This is an optimization exercise on Yosys and OpenROAD, whose aim is small area, a short achievable clock period and few clock cycles, not a production implementation.
Only simulation tests tie the RTL to the original design; equivalence was not proved.
Power is estimated from default activity; no workload was simulated.

<file path="flow/design.v">
module acu_check (
    input  wire        clk,
    input  wire        rst,
    input  wire        req_valid,
    output wire        req_ready,
    input  wire [63:0] req_addr,
    input  wire [12:0] req_len,        
    input  wire [1:0]  req_kind,       
    input  wire [1:0]  req_dir,        
    input  wire [11:0] req_binding,
    input  wire [7:0]  req_vh,
    output reg         run_valid,
    input  wire        run_ready,
    output reg  [63:0] run_addr,
    output reg  [12:0] run_len,
    output reg         run_ok,
    output reg         run_last,
    output reg         run_viol,       
    output reg         run_split,      
    input  wire        reg_we,
    input  wire [12:0] reg_addr,
    input  wire [31:0] reg_wdata,
    output reg  [31:0] reg_rdata
);
    localparam NRULES = 16;
    reg              cfg_enable;
    reg  [2:0]       evt;              
    reg              fv_valid;
    reg  [1:0]       fv_dir;
    reg              fv_write;
    reg  [12:0]      fv_len;
    reg  [11:0]      fv_binding;
    reg  [63:0]      fv_addr;
    reg  [3:0]       fv_rule;
    reg  [7:0]       fv_vh;
    reg  [31:0]      viol_cnt;
    reg  [31:0]      split_cnt;
    reg  [31:0]      tail_cnt;
    reg  [2:0]       cnt_ovf;
    reg              rule_valid [0:NRULES-1];
    reg  [1:0]       rule_scope [0:NRULES-1];
    reg  [11:0]      rule_sid   [0:NRULES-1];
    reg  [1:0]       rule_dir   [0:NRULES-1];
    reg              rule_rd    [0:NRULES-1];
    reg              rule_wr    [0:NRULES-1];
    reg  [31:0]      rule_bl    [0:NRULES-1];    
    reg  [25:0]      rule_bh    [0:NRULES-1];    
    reg  [31:0]      rule_ll    [0:NRULES-1];    
    reg  [25:0]      rule_lh    [0:NRULES-1];    
    reg  [NRULES-1:0] wr_w0, wr_bl, wr_bh, wr_ll, wr_lh;
    wire       rule_sel  = reg_addr[12] & (reg_addr[11:9] == 3'd0);
    wire [3:0] rule_idx  = reg_addr[8:5];
    wire [2:0] rule_word = reg_addr[4:2];
    reg  [4:0] rules_active;
    integer k;
    always @(*) begin
        rules_active = 5'd0;
        for (k = 0; k < NRULES; k = k + 1)
            rules_active = rules_active + {4'd0, rule_valid[k]};
    end
    always @(*) begin
        reg_rdata = 32'd0;
        if (rule_sel) begin
            case (rule_word)
                3'd0: reg_rdata = {13'd0, rule_wr[rule_idx], rule_rd[rule_idx], rule_dir[rule_idx],
                                   rule_sid[rule_idx], rule_scope[rule_idx], 1'b0}
                                  & {32{wr_w0[rule_idx]}}
                                  | {31'd0, rule_valid[rule_idx]};
                3'd2: reg_rdata = rule_bl[rule_idx] & {32{wr_bl[rule_idx]}};
                3'd3: reg_rdata = {6'd0, rule_bh[rule_idx] & {26{wr_bh[rule_idx]}}};
                3'd4: reg_rdata = rule_ll[rule_idx] & {32{wr_ll[rule_idx]}};
                3'd5: reg_rdata = {6'd0, rule_lh[rule_idx] & {26{wr_lh[rule_idx]}}};
                default: reg_rdata = 32'd0;
            endcase
        end else if (reg_addr[12] == 1'b0) begin
            case (reg_addr[11:2])
                10'h000: reg_rdata = {31'd0, cfg_enable};
                10'h001: reg_rdata = {17'd0, fv_valid, 9'd0, rules_active};
                10'h002: reg_rdata = {29'd0, evt};
                10'h004: reg_rdata = {3'd0, fv_binding, fv_len, fv_write, fv_dir, fv_valid};
                10'h005: reg_rdata = fv_addr[31:0];
                10'h006: reg_rdata = fv_addr[63:32];
                10'h007: reg_rdata = {10'd0, 1'b0, fv_vh, 9'd0, fv_rule};
                10'h010: reg_rdata = viol_cnt;
                10'h011: reg_rdata = split_cnt;
                10'h012: reg_rdata = tail_cnt;
                10'h03F: reg_rdata = {29'd0, cnt_ovf};
                default: reg_rdata = 32'd0;
            endcase
        end
    end
    wire [25:0] p_hi = req_addr[63:38];      
    wire [25:0] p_lo = req_addr[37:12];
    wire        p_hi_z = (p_hi == 26'd0);
    wire        p_lo_z = (p_lo == 26'd0);
    reg  [NRULES-1:0] e_act;         
    reg  [NRULES-1:0] e_beq;         
    reg  [NRULES-1:0] e_leq;         
    reg        bh_lt, bh_eq, bl_lt, bl_eq, lh_gt, lh_eq, ll_gt, ll_eq;
    reg        b_le, l_ge, sc_ok, dir_ok;
    integer i;
    always @(*) begin
        for (i = 0; i < NRULES; i = i + 1) begin
            bh_lt = wr_bh[i] ? (rule_bh[i] < p_hi)        : !p_hi_z;
            bh_eq = wr_bh[i] ? (rule_bh[i] == p_hi)       : p_hi_z;
            bl_lt = wr_bl[i] ? (rule_bl[i][31:6] < p_lo)  : !p_lo_z;
            bl_eq = wr_bl[i] ? (rule_bl[i][31:6] == p_lo) : p_lo_z;
            lh_gt = wr_lh[i] ? (rule_lh[i] > p_hi)        : 1'b0;
            lh_eq = wr_lh[i] ? (rule_lh[i] == p_hi)       : p_hi_z;
            ll_gt = wr_ll[i] ? (rule_ll[i][31:6] > p_lo)  : 1'b0;
            ll_eq = wr_ll[i] ? (rule_ll[i][31:6] == p_lo) : p_lo_z;
            b_le  = bh_lt | (bh_eq & (bl_lt | bl_eq));
            l_ge  = lh_gt | (lh_eq & (ll_gt | ll_eq));
            sc_ok = (rule_scope[i] == 2'd0)
                  | ((rule_scope[i] == 2'd1) & (rule_sid[i] == {4'd0, req_vh}))
                  | ((rule_scope[i] == 2'd2) & (rule_sid[i] == req_binding));
            dir_ok = (rule_dir[i] == 2'd0) | (rule_dir[i] == req_dir);
            e_act[i] = cfg_enable & rule_valid[i] & sc_ok & dir_ok & b_le & l_ge;
            e_beq[i] = bh_eq & bl_eq & wr_bl[i];
            e_leq[i] = lh_eq & ll_eq;
        end
    end
    wire [12:0] e_end  = {1'b0, req_addr[11:0]} + req_len;    
    wire [12:0] e_endm = e_end - 13'd1;
    localparam K = 8;                
    reg               w_valid;
    reg  [NRULES-1:0] w_act;
    reg  [NRULES-1:0] w_beq;
    reg  [NRULES-1:0] w_leq;
    reg  [51:0]       w_page;
    reg  [11:0]       w_start;       
    reg  [12:0]       w_end;         
    reg  [5:0]        w_last;        
    reg  [1:0]        w_kind;
    reg  [1:0]        w_dir;
    reg  [11:0]       w_binding;
    reg  [7:0]        w_vh;
    reg  [5:0]        w_blk;         
    reg               w_cont;        
    reg  [11:0]       o_start;       
    reg               o_ok;          
    reg  [3:0]        o_rule;        
    reg               v_none;        
    reg               v_any;         
    reg               v_first_ok;    
    reg               v_any_ok;      
    reg  [11:0]       v_first;       
    reg  [3:0]        v_rule;        
    reg  [12:0]       v_forb;        
    reg  [5:0]        lo [0:NRULES-1];
    reg  [5:0]        hi [0:NRULES-1];
    reg  [NRULES-1:0] okr;
    reg  [6:0]        dlo, dhi;
    reg  [K-1:0]      cov [0:NRULES-1];
    reg  [NRULES-1:0] beyond;
    integer j, kk;
    always @(*) begin
        for (j = 0; j < NRULES; j = j + 1) begin
            lo[j] = w_beq[j] ? rule_bl[j][5:0] : 6'd0;
            hi[j] = w_leq[j] ? (rule_ll[j][5:0] & {6{wr_ll[j]}}) : 6'd63;
            case (w_kind)
                2'd0:       okr[j] = rule_rd[j];
                2'd1, 2'd2: okr[j] = rule_wr[j];
                default:    okr[j] = rule_rd[j] & rule_wr[j];
            endcase
            dlo = {1'b0, lo[j]} - {1'b0, w_blk};
            dhi = {1'b0, hi[j]} - {1'b0, w_blk};
            for (kk = 0; kk < K; kk = kk + 1)
                cov[j][kk] = w_act[j]
                           & (dlo[6] | ((dlo[5:3] == 3'd0) & (dlo[2:0] <= kk)))
                           & ~dhi[6] & ((dhi[5:3] != 3'd0) | (dhi[2:0] >= kk));
            beyond[j] = w_act[j] & ((~dlo[6] & (dlo[5:3] != 3'd0) & (lo[j] <= w_last))
                                  | (~dhi[6] & ((dhi[5:3] != 3'd0) | (dhi[2:0] == 3'd7)) & (hi[j] < w_last)));
        end
    end
    reg  [K-1:0] vb;
    reg  [3:0]   pick0;
    integer b2, r2;
    always @(*) begin
        for (b2 = 0; b2 < K; b2 = b2 + 1) begin
            vb[b2] = 1'b1;
            for (r2 = NRULES - 1; r2 >= 0; r2 = r2 - 1)
                if (cov[r2][b2]) vb[b2] = okr[r2];
        end
        pick0 = 4'd0;
        for (r2 = NRULES - 1; r2 >= 0; r2 = r2 - 1)
            if (cov[r2][0]) pick0 = r2[3:0];
    end
    wire [5:0]  d_last = w_last - w_blk;
    wire        v0     = vb[0];
    reg  [K-1:0] chg;
    reg  [2:0]   cpos;
    integer c2;
    always @(*) begin
        for (c2 = 0; c2 < K; c2 = c2 + 1)
            chg[c2] = (c2 != 0) && (c2 <= d_last) && (vb[c2] != v0);
        cpos = 0;
        for (c2 = K - 1; c2 >= 1; c2 = c2 - 1)
            if (chg[c2]) cpos = c2;
    end
    wire        early   = w_cont & (v0 != o_ok);         
    wire        any_chg = |chg;
    wire        w_final = (d_last < K) | ~(|beyond);     
    wire        emit    = early | any_chg | w_final;
    wire        last_run = ~early & ~any_chg;            
    wire        r_ok    = w_cont ? o_ok : v0;
    wire [3:0]  r_rule  = w_cont ? o_rule : pick0;
    wire [5:0]  r_eblk  = early ? w_blk : (w_blk + {3'd0, cpos});
    wire [12:0] r_endb  = last_run ? w_end : {1'b0, r_eblk, 6'd0};
    wire [12:0] r_len   = r_endb - {1'b0, o_start};
    wire out_free = ~run_valid | run_ready;
    wire go       = w_valid & (~emit | out_free);
    wire done     = go & emit & last_run;
    assign req_ready = ~w_valid | done;
    wire        s_new_forb = ~v_any & ~r_ok;
    wire        s_any      = v_any | ~r_ok;
    wire        s_any_ok   = v_any_ok | r_ok;
    wire        s_first_ok = v_none ? r_ok : v_first_ok;
    wire [11:0] s_first    = s_new_forb ? o_start : v_first;
    wire [3:0]  s_rule     = s_new_forb ? r_rule : v_rule;
    wire [12:0] s_forb     = v_forb + (r_ok ? 13'd0 : r_len);
    wire        f_split    = (w_kind == 2'd1) ? (s_any & s_any_ok)
                           : (w_kind == 2'd0) ? (s_any & s_first_ok)
                           : 1'b0;
    wire [12:0] f_flen     = (w_kind == 2'd1) ? s_forb
                           : (w_kind == 2'd0) ? (w_end - {1'b0, s_first})
                           : (w_end - {1'b0, w_start});
    always @(posedge clk) begin
        if (req_ready) begin
            w_page    <= req_addr[63:12];
            w_start   <= req_addr[11:0];
            w_end     <= e_end;
            w_last    <= e_endm[11:6];
            w_kind    <= req_kind;
            w_dir     <= req_dir;
            w_binding <= req_binding;
            w_vh      <= req_vh;
            w_act     <= e_act;
            w_beq     <= e_beq;
            w_leq     <= e_leq;
        end
    end
    always @(posedge clk) begin
        if (rst) begin
            w_valid    <= 1'b0;
            w_blk      <= 6'd0;
            w_cont     <= 1'b0;
            o_start    <= 12'd0;
            o_ok       <= 1'b0;
            o_rule     <= 4'd0;
            v_none     <= 1'b1;
            v_any      <= 1'b0;
            v_first_ok <= 1'b0;
            v_any_ok   <= 1'b0;
            v_first    <= 12'd0;
            v_rule     <= 4'd0;
            v_forb     <= 13'd0;
            run_valid  <= 1'b0;
            run_addr   <= 64'd0;
            run_len    <= 13'd0;
            run_ok     <= 1'b0;
            run_last   <= 1'b0;
            run_viol   <= 1'b0;
            run_split  <= 1'b0;
        end else begin
            if (run_valid && run_ready)
                run_valid <= 1'b0;
            if (go) begin
                if (emit) begin
                    run_valid  <= 1'b1;
                    run_addr   <= {w_page, o_start};
                    run_len    <= r_len;
                    run_ok     <= r_ok;
                    run_last   <= last_run;
                    run_viol   <= s_any;
                    run_split  <= f_split;
                    v_none     <= 1'b0;
                    v_any      <= s_any;
                    v_any_ok   <= s_any_ok;
                    v_first_ok <= s_first_ok;
                    v_first    <= s_first;
                    v_rule     <= s_rule;
                    v_forb     <= s_forb;
                    o_start    <= {r_eblk, 6'd0};
                    w_cont     <= 1'b0;
                    w_blk      <= r_eblk;
                end else begin
                    w_cont     <= 1'b1;
                    o_ok       <= r_ok;
                    o_rule     <= r_rule;
                    w_blk      <= w_blk + K[5:0];
                end
            end
            if (done)
                w_valid <= 1'b0;
            if (req_ready) begin
                w_valid    <= req_valid;
                w_blk      <= req_addr[11:6];
                w_cont     <= 1'b0;
                o_start    <= req_addr[11:0];
                v_none     <= 1'b1;
                v_any      <= 1'b0;
                v_first_ok <= 1'b0;
                v_any_ok   <= 1'b0;
                v_forb     <= 13'd0;
            end
        end
    end
    wire fin_viol = done & s_any;
    always @(posedge clk) begin
        if (rst) begin
            cfg_enable <= 1'b1;
            evt        <= 3'd0;
            fv_valid   <= 1'b0;
            fv_dir     <= 2'd0;
            fv_write   <= 1'b0;
            fv_len     <= 13'd0;
            fv_binding <= 12'd0;
            fv_addr    <= 64'd0;
            fv_rule    <= 4'd0;
            fv_vh      <= 8'd0;
            viol_cnt   <= 32'd0;
            split_cnt  <= 32'd0;
            tail_cnt   <= 32'd0;
            cnt_ovf    <= 3'd0;
        end else begin
            if (reg_we && !reg_addr[12]) begin
                case (reg_addr[11:2])
                    10'h000: cfg_enable <= reg_wdata[0];
                    10'h002: evt        <= evt & ~reg_wdata[2:0];
                    10'h004: if (reg_wdata[0]) fv_valid <= 1'b0;
                    10'h03F: cnt_ovf    <= cnt_ovf & ~reg_wdata[2:0];
                    default: ;
                endcase
            end
            if (fin_viol) begin
                evt[0] <= 1'b1;
                if (viol_cnt == 32'hFFFF_FFFF)
                    cnt_ovf[0] <= 1'b1;
                else
                    viol_cnt <= viol_cnt + 32'd1;
                if (!fv_valid) begin
                    fv_valid   <= 1'b1;
                    fv_dir     <= w_dir;
                    fv_write   <= (w_kind != 2'd0);
                    fv_len     <= f_flen;
                    fv_binding <= w_binding;
                    fv_addr    <= {w_page, s_first};
                    fv_rule    <= s_rule;
                    fv_vh      <= w_vh;
                    evt[1]     <= 1'b1;
                end
                if (f_split) begin
                    evt[2] <= 1'b1;
                    if (split_cnt == 32'hFFFF_FFFF)
                        cnt_ovf[1] <= 1'b1;
                    else
                        split_cnt <= split_cnt + 32'd1;
                end
                if (w_kind == 2'd0) begin
                    if (tail_cnt == 32'hFFFF_FFFF)
                        cnt_ovf[2] <= 1'b1;
                    else
                        tail_cnt <= tail_cnt + 32'd1;
                end
            end
        end
    end
    integer n;
    always @(posedge clk) begin
        if (rst) begin
            for (n = 0; n < NRULES; n = n + 1)
                rule_valid[n] <= 1'b0;
            wr_w0 <= {NRULES{1'b0}};
            wr_bl <= {NRULES{1'b0}};
            wr_bh <= {NRULES{1'b0}};
            wr_ll <= {NRULES{1'b0}};
            wr_lh <= {NRULES{1'b0}};
        end else if (reg_we && rule_sel) begin
            case (rule_word)
                3'd0: begin
                    rule_valid[rule_idx] <= reg_wdata[0];
                    wr_w0[rule_idx]      <= 1'b1;
                end
                3'd2: wr_bl[rule_idx] <= 1'b1;
                3'd3: wr_bh[rule_idx] <= 1'b1;
                3'd4: wr_ll[rule_idx] <= 1'b1;
                3'd5: wr_lh[rule_idx] <= 1'b1;
                default: ;
            endcase
        end
    end
    always @(posedge clk) begin
        if (reg_we && rule_sel) begin
            case (rule_word)
                3'd0: begin
                    rule_scope[rule_idx] <= reg_wdata[2:1];
                    rule_sid[rule_idx]   <= reg_wdata[14:3];
                    rule_dir[rule_idx]   <= reg_wdata[16:15];
                    rule_rd[rule_idx]    <= reg_wdata[17];
                    rule_wr[rule_idx]    <= reg_wdata[18];
                end
                3'd2: rule_bl[rule_idx] <= reg_wdata;
                3'd3: rule_bh[rule_idx] <= reg_wdata[25:0];
                3'd4: rule_ll[rule_idx] <= reg_wdata;
                3'd5: rule_lh[rule_idx] <= reg_wdata[25:0];
                default: ;
            endcase
        end
    end
endmodule
</file>
<file path="flow/run.sh">
#!/bin/bash
# synth_recipe.tcl (not shown) runs the flow's synth.tcl, then flattens the netlist and writes it again
# the make line also repeats each setting of config.mk as NAME=value (left out here)
make -C /OpenROAD-flow-scripts/flow DESIGN_CONFIG=/design/flow/config.mk WORK_HOME=/design/flow/orfs CLKGATE_MAP_FILE= SYNTH_SCRIPT=/design/flow/synth_recipe.tcl finish
</file>
<file path="flow/config.mk">
export PLATFORM = sky130hd
export DESIGN_NAME = acu_check
export DESIGN_NICKNAME = acu_check
export VERILOG_FILES = /design/flow/design.v
export SDC_FILE = /design/flow/constraint.sdc
export NUM_CORES = 4
export LEC_CHECK = 0
export CAP_MARGIN = 20
export CORE_MARGIN = 2
export CORE_UTILIZATION = 25
export SLEW_MARGIN = 20
</file>
<file path="flow/constraint.sdc">
create_clock -name core_clock -period 11.0 [get_ports {clk}]
set_input_delay 2.2000 -clock core_clock [delete_from_list [all_inputs] [get_ports {clk}]]
set_output_delay 2.2000 -clock core_clock [all_outputs]
set_load 0.01 [all_outputs]
</file>
==> summary.txt <==
Pin slew with the least headroom to its limit = 1.33 ns
Cell leakage power = 71.5 nW
Number of buffers and inverters on the critical path = 2
Cell taking the most area after synthesis = sky130_fd_sc_hd__edfxtp_1
Commonest cells in the netlist = sky130_fd_sc_hd__edfxtp_1, sky130_fd_sc_hd__ha_1, sky130_fd_sc_hd__a21oi_1, sky130_fd_sc_hd__nor2_1, sky130_fd_sc_hd__nand2_1
Initial core utilization = 25.1%
CORE AREA = 676,000 µm²
Clk latency of the worst-skew pair = 0.98 ns
Reg2reg start = w_leq[12]
Final Instance Count excl. Fillers = 23,654
Kind of end point of the critical path = output pin
Clock-pin slew on the worst setup and hold paths = 0.06 ns
Avg Synthesized Cell Area = 12.3 µm²
Post-detailed-routing wire length = 723 mm
Critical path capture point = req_ready
Fin crit period = 10.20 ns
Cell class contributing the biggest share of worst-path delay = compound AO/OA/AOI/OAI gates
Vias per cell = 5.56
Number of max-slew violations in the final report = 0
Final net count = 16,684
Synthesis-to-finish area growth = 16.1%
Aggregate negative setup slack = 0 ns
Worst path setup slack after routing = 0.804 ns
Antenna violations before repair = 106
Area of combinational cells with multiple inputs = 88,900 µm²
Slowest Stage Delay on Critical Path = 1.04 ns
Share of Yosys cell area claimed by the top area cell type = 41.0%
Die footprint = 684,000 µm²
First-pass detailed-route iteration total = 6
Quantity of I/O buffers inserted on ports = 263
Worst rel slew slack = 10.8%
I/O pin total = 266
Final design instance area without fill = 197,000 µm²
DRC violations left = 0
Pin count of the biggest net entering global routing = 192
Number of enable-type register cells in the synthesized netlist = 2,315
# placed instances = 23,027
CTS H-tree lvls = 5
Worst Setup Slack post-DPL = 1.23 ns
Detailed placer's ending HPWL = 556 mm
Unrepaired setup endpoints after global routing = no
DR iter-0 viols = 18,032
Arrival time of the worst setup path = 8.00 ns
Crit-path cells = a21boi_0 > ha_1 > fa_1 > nand2b_1 > a21oi_1 > xnor2_1 > nor2_1 > nand2_1 > o21ai_0 > a211oi_1 > buf_4 > a2111oi_0 > nand4_1 > o41ai_1 > o211ai_1 > nor4_4 > a21o_4 > clkdlybuf4s50_1
Number of library cell types mapped by synthesis = 112
Flip-flop and latch count after synthesis = 2,743
Netlist area before placement = 169,000 µm²
Primary FF master, synth = sky130_fd_sc_hd__edfxtp_1
Worst r2r dst = v_forb[12]
Maximum buffer depth of the clock tree = 4
Area occupied by registers = 78,100 µm²
Levels on crit path = 18
Worst clock skew on the final layout = 0.0648 ns
Fill cells = 68,697
Type of the setup path with the least slack = register to output pin
Setup slack of the worst register-to-register path = 1.02 ns
First-pass GRT wire length = 986 mm
Post_cts resized = 0
Routed vias = 131,548
Remaining antenna violation count = 0
Number of sinks on the clock net = 2,743
Max_cap viols = 0
Utilization after layout = 29.1%
Critical path fanouts, max = 11
Vias in the first global route = 124,656
Die Width = 827 µm
Fraction of final layout cells with drive strength greater than 1 = 13.3%
Number of buffers created by CTS = 320
Placement Rows = 302
# setup viols final = 0
Total gr overflow = 0
Number of hold-slack violations in the final timing report = 0
Peak Freq = 98.1 MHz
TritonCTS clock tree = built
Share of flip-flops with an asynchronous set or reset = 0%
Ys Warns = 4
Type of the tightest min-delay check = register to register
Ranking of synthesized cells by area = sky130_fd_sc_hd__edfxtp_1, sky130_fd_sc_hd__ha_1, sky130_fd_sc_hd__mux4_2
Cell chosen for the clock root = sky130_fd_sc_hd__clkbuf_16
Most common cell in the netlist = sky130_fd_sc_hd__edfxtp_1
Vert. Die Dim = 827 µm
CP startpoint kind = register
Maximum resistive drop on vdd = 0.126 mV
Number of buffers inserted by hold repair at cts = 0
Start point of the critical path = wr_ll[0]
Fraction of the cycle the final worst path needs = 92.7%
Total track usage = 20.2%
Sequential fraction of the synthesis area = 46.1%
Gp weighted congestion = 0.998
Area of placed instances = 186,000 µm²
Synthesized netlist cell count = 13,776
Power per Cell Area = 150 nW/µm²
Outcome = complete, no violations
Count of cells along the worst register-to-register path = 37
Per-cell routed wire length = 30.6 µm
Required time of the worst setup path = 8.80 ns
Post-Synthesis Net Count = 16,072
Crit-path slowest cell = sky130_fd_sc_hd__o41ai_1
Buffers inserted during post-CTS setup optimization = 0
-- placed cells by master, fill, tap and decap left out, types with 348 or more instances in the layout --
master and count:
sky130_fd_sc_hd__nand2_1 647, sky130_fd_sc_hd__a21o_1 348, sky130_fd_sc_hd__dfxtp_1 426, sky130_fd_sc_hd__nor2_1 637, sky130_fd_sc_hd__buf_4 463, sky130_fd_sc_hd__nand4_1 435, sky130_fd_sc_hd__mux4_2 632, sky130_fd_sc_hd__edfxtp_1 2315
sky130_fd_sc_hd__a21oi_1 876, sky130_fd_sc_hd__ha_1 2099, sky130_fd_sc_hd__o21ai_0 545, sky130_fd_sc_hd__nor2b_1 422
-- how the worst min path moves through the flow --
| stage | from | endpoint | slack, ns | cells past startpoint |
|---|---|---|---|---|
| after floorplan | fv_len[0] | fv_len[0] | 0.43 | 2 |
| after global placement | v_any_ok | v_any_ok | 0.44 | 2 |
| after detailed placement | fv_rule[3] | fv_rule[3] | 0.45 | 2 |
| after CTS | fv_rule[3] | fv_rule[3] | 0.46 | 2 |
| after global routing | fv_binding[9] | fv_binding[9] | 0.47 | 2 |
| final | fv_vh[4] | fv_vh[4] | 0.46 | 2 |
-- registers in the layout, summed over array words and instances, names as in the netlist, 32 cells and up --
register,count
split_cnt,32
rule_ll,512
rule_dir,32
fv_addr,64
rule_sid,192
tail_cnt,32
w_page,52
rule_lh,416
viol_cnt,32
rule_scope,32
rule_bh,416
rule_bl,512
run_addr,64
-- area by class of cell --
| class | count | area share (%) |
|---|---|---|
| clock inverters | 184 | 0.990 |
| flip-flops and latches | 2743 | 39.7 |
| clock buffers | 400 | 4.41 |
| well taps | 8968 | 5.70 |
| diodes | 36 | 0.0458 |
| repair buffers | 735 | 3.26 |
| multi-input cells | 10234 | 45.2 |
| inverters | 354 | 0.676 |
-- stage by stage --
step | hold slack, ns | power (W)
3_3_place_gp | 0.442 | 0.0184
5_1_grt | 0.472 | 0.0305
2_1_floorplan | 0.431 | 0.0159
4_1_cts | 0.456 | 0.0294
6_report | 0.459 | 0.0296
3_5_place_dp | 0.448 | 0.0185
-- logic make-up after synthesis --
kind of cell / share of synthesized area [%]
compound gates: 12.2
simple gates: 11.2
xor+xnor: 2.47
fa+ha+maj: 16.1
buf+inv: 1.83
mux: 10.2
flops: 46.1
-- where the power goes --
| group | switching (W) | leakage [nW] | internal [W] | total (W) |
|---|---|---|---|---|
| clock | 0.00474 | 5.12 | 0.00632 | 0.0111 |
| sequential | 0.000149 | 24.5 | 0.0114 | 0.0115 |
| combinational | 0.00441 | 41.9 | 0.00255 | 0.00696 |
| total | 0.00930 | 71.5 | 0.0203 | 0.0296 |
-- tightest hold or removal path: stages (launching register included) --
cell                      delay (ns)
sky130_fd_sc_hd__dfxtp_1        0.31
sky130_fd_sc_hd__nand2_1        0.05
sky130_fd_sc_hd__a21oi_1        0.05
-- per-layer routing --
layer	GRT usage (%)	up-vias	routed length [µm]
met3	4.95	1523	80100
met1	26.3	66587	283000
li1	-	55666	-
met2	30.7	7732	310000
met5	0	-	250
met4	11.6	40	49900
Testbench counts, summed over its fixed seeds: cycles 2,778.

## port drivers added, routing unchanged
Ports are ideal in the flow. The routed layout listed here was re-timed in OpenROAD. Step 1 assumes that a clkbuf_16 drives the clock port and a buf_2 every other input. Step 2, shift: input delay + t, output delay - t, t = (earliest + latest rising clock arrival at the registers) / 2. This alone moves slack from input paths to output paths. a / b / c = no drivers / after step 1 / after step 2; a / b = the first two.
shift t [ns]: 1.074
setup WS [ns]: 0.804 / 0.675 / 0.782
worst setup path after step 2: input to output
latest minus earliest clock arrival (ns): 0.067 / 0.067
worst slew at a driven data input, ns: 0.24
After both steps setup and hold are still met in this run. For this run, drivers alone change the setup slack by -0.129 ns; drivers and shift together by -0.022 ns.
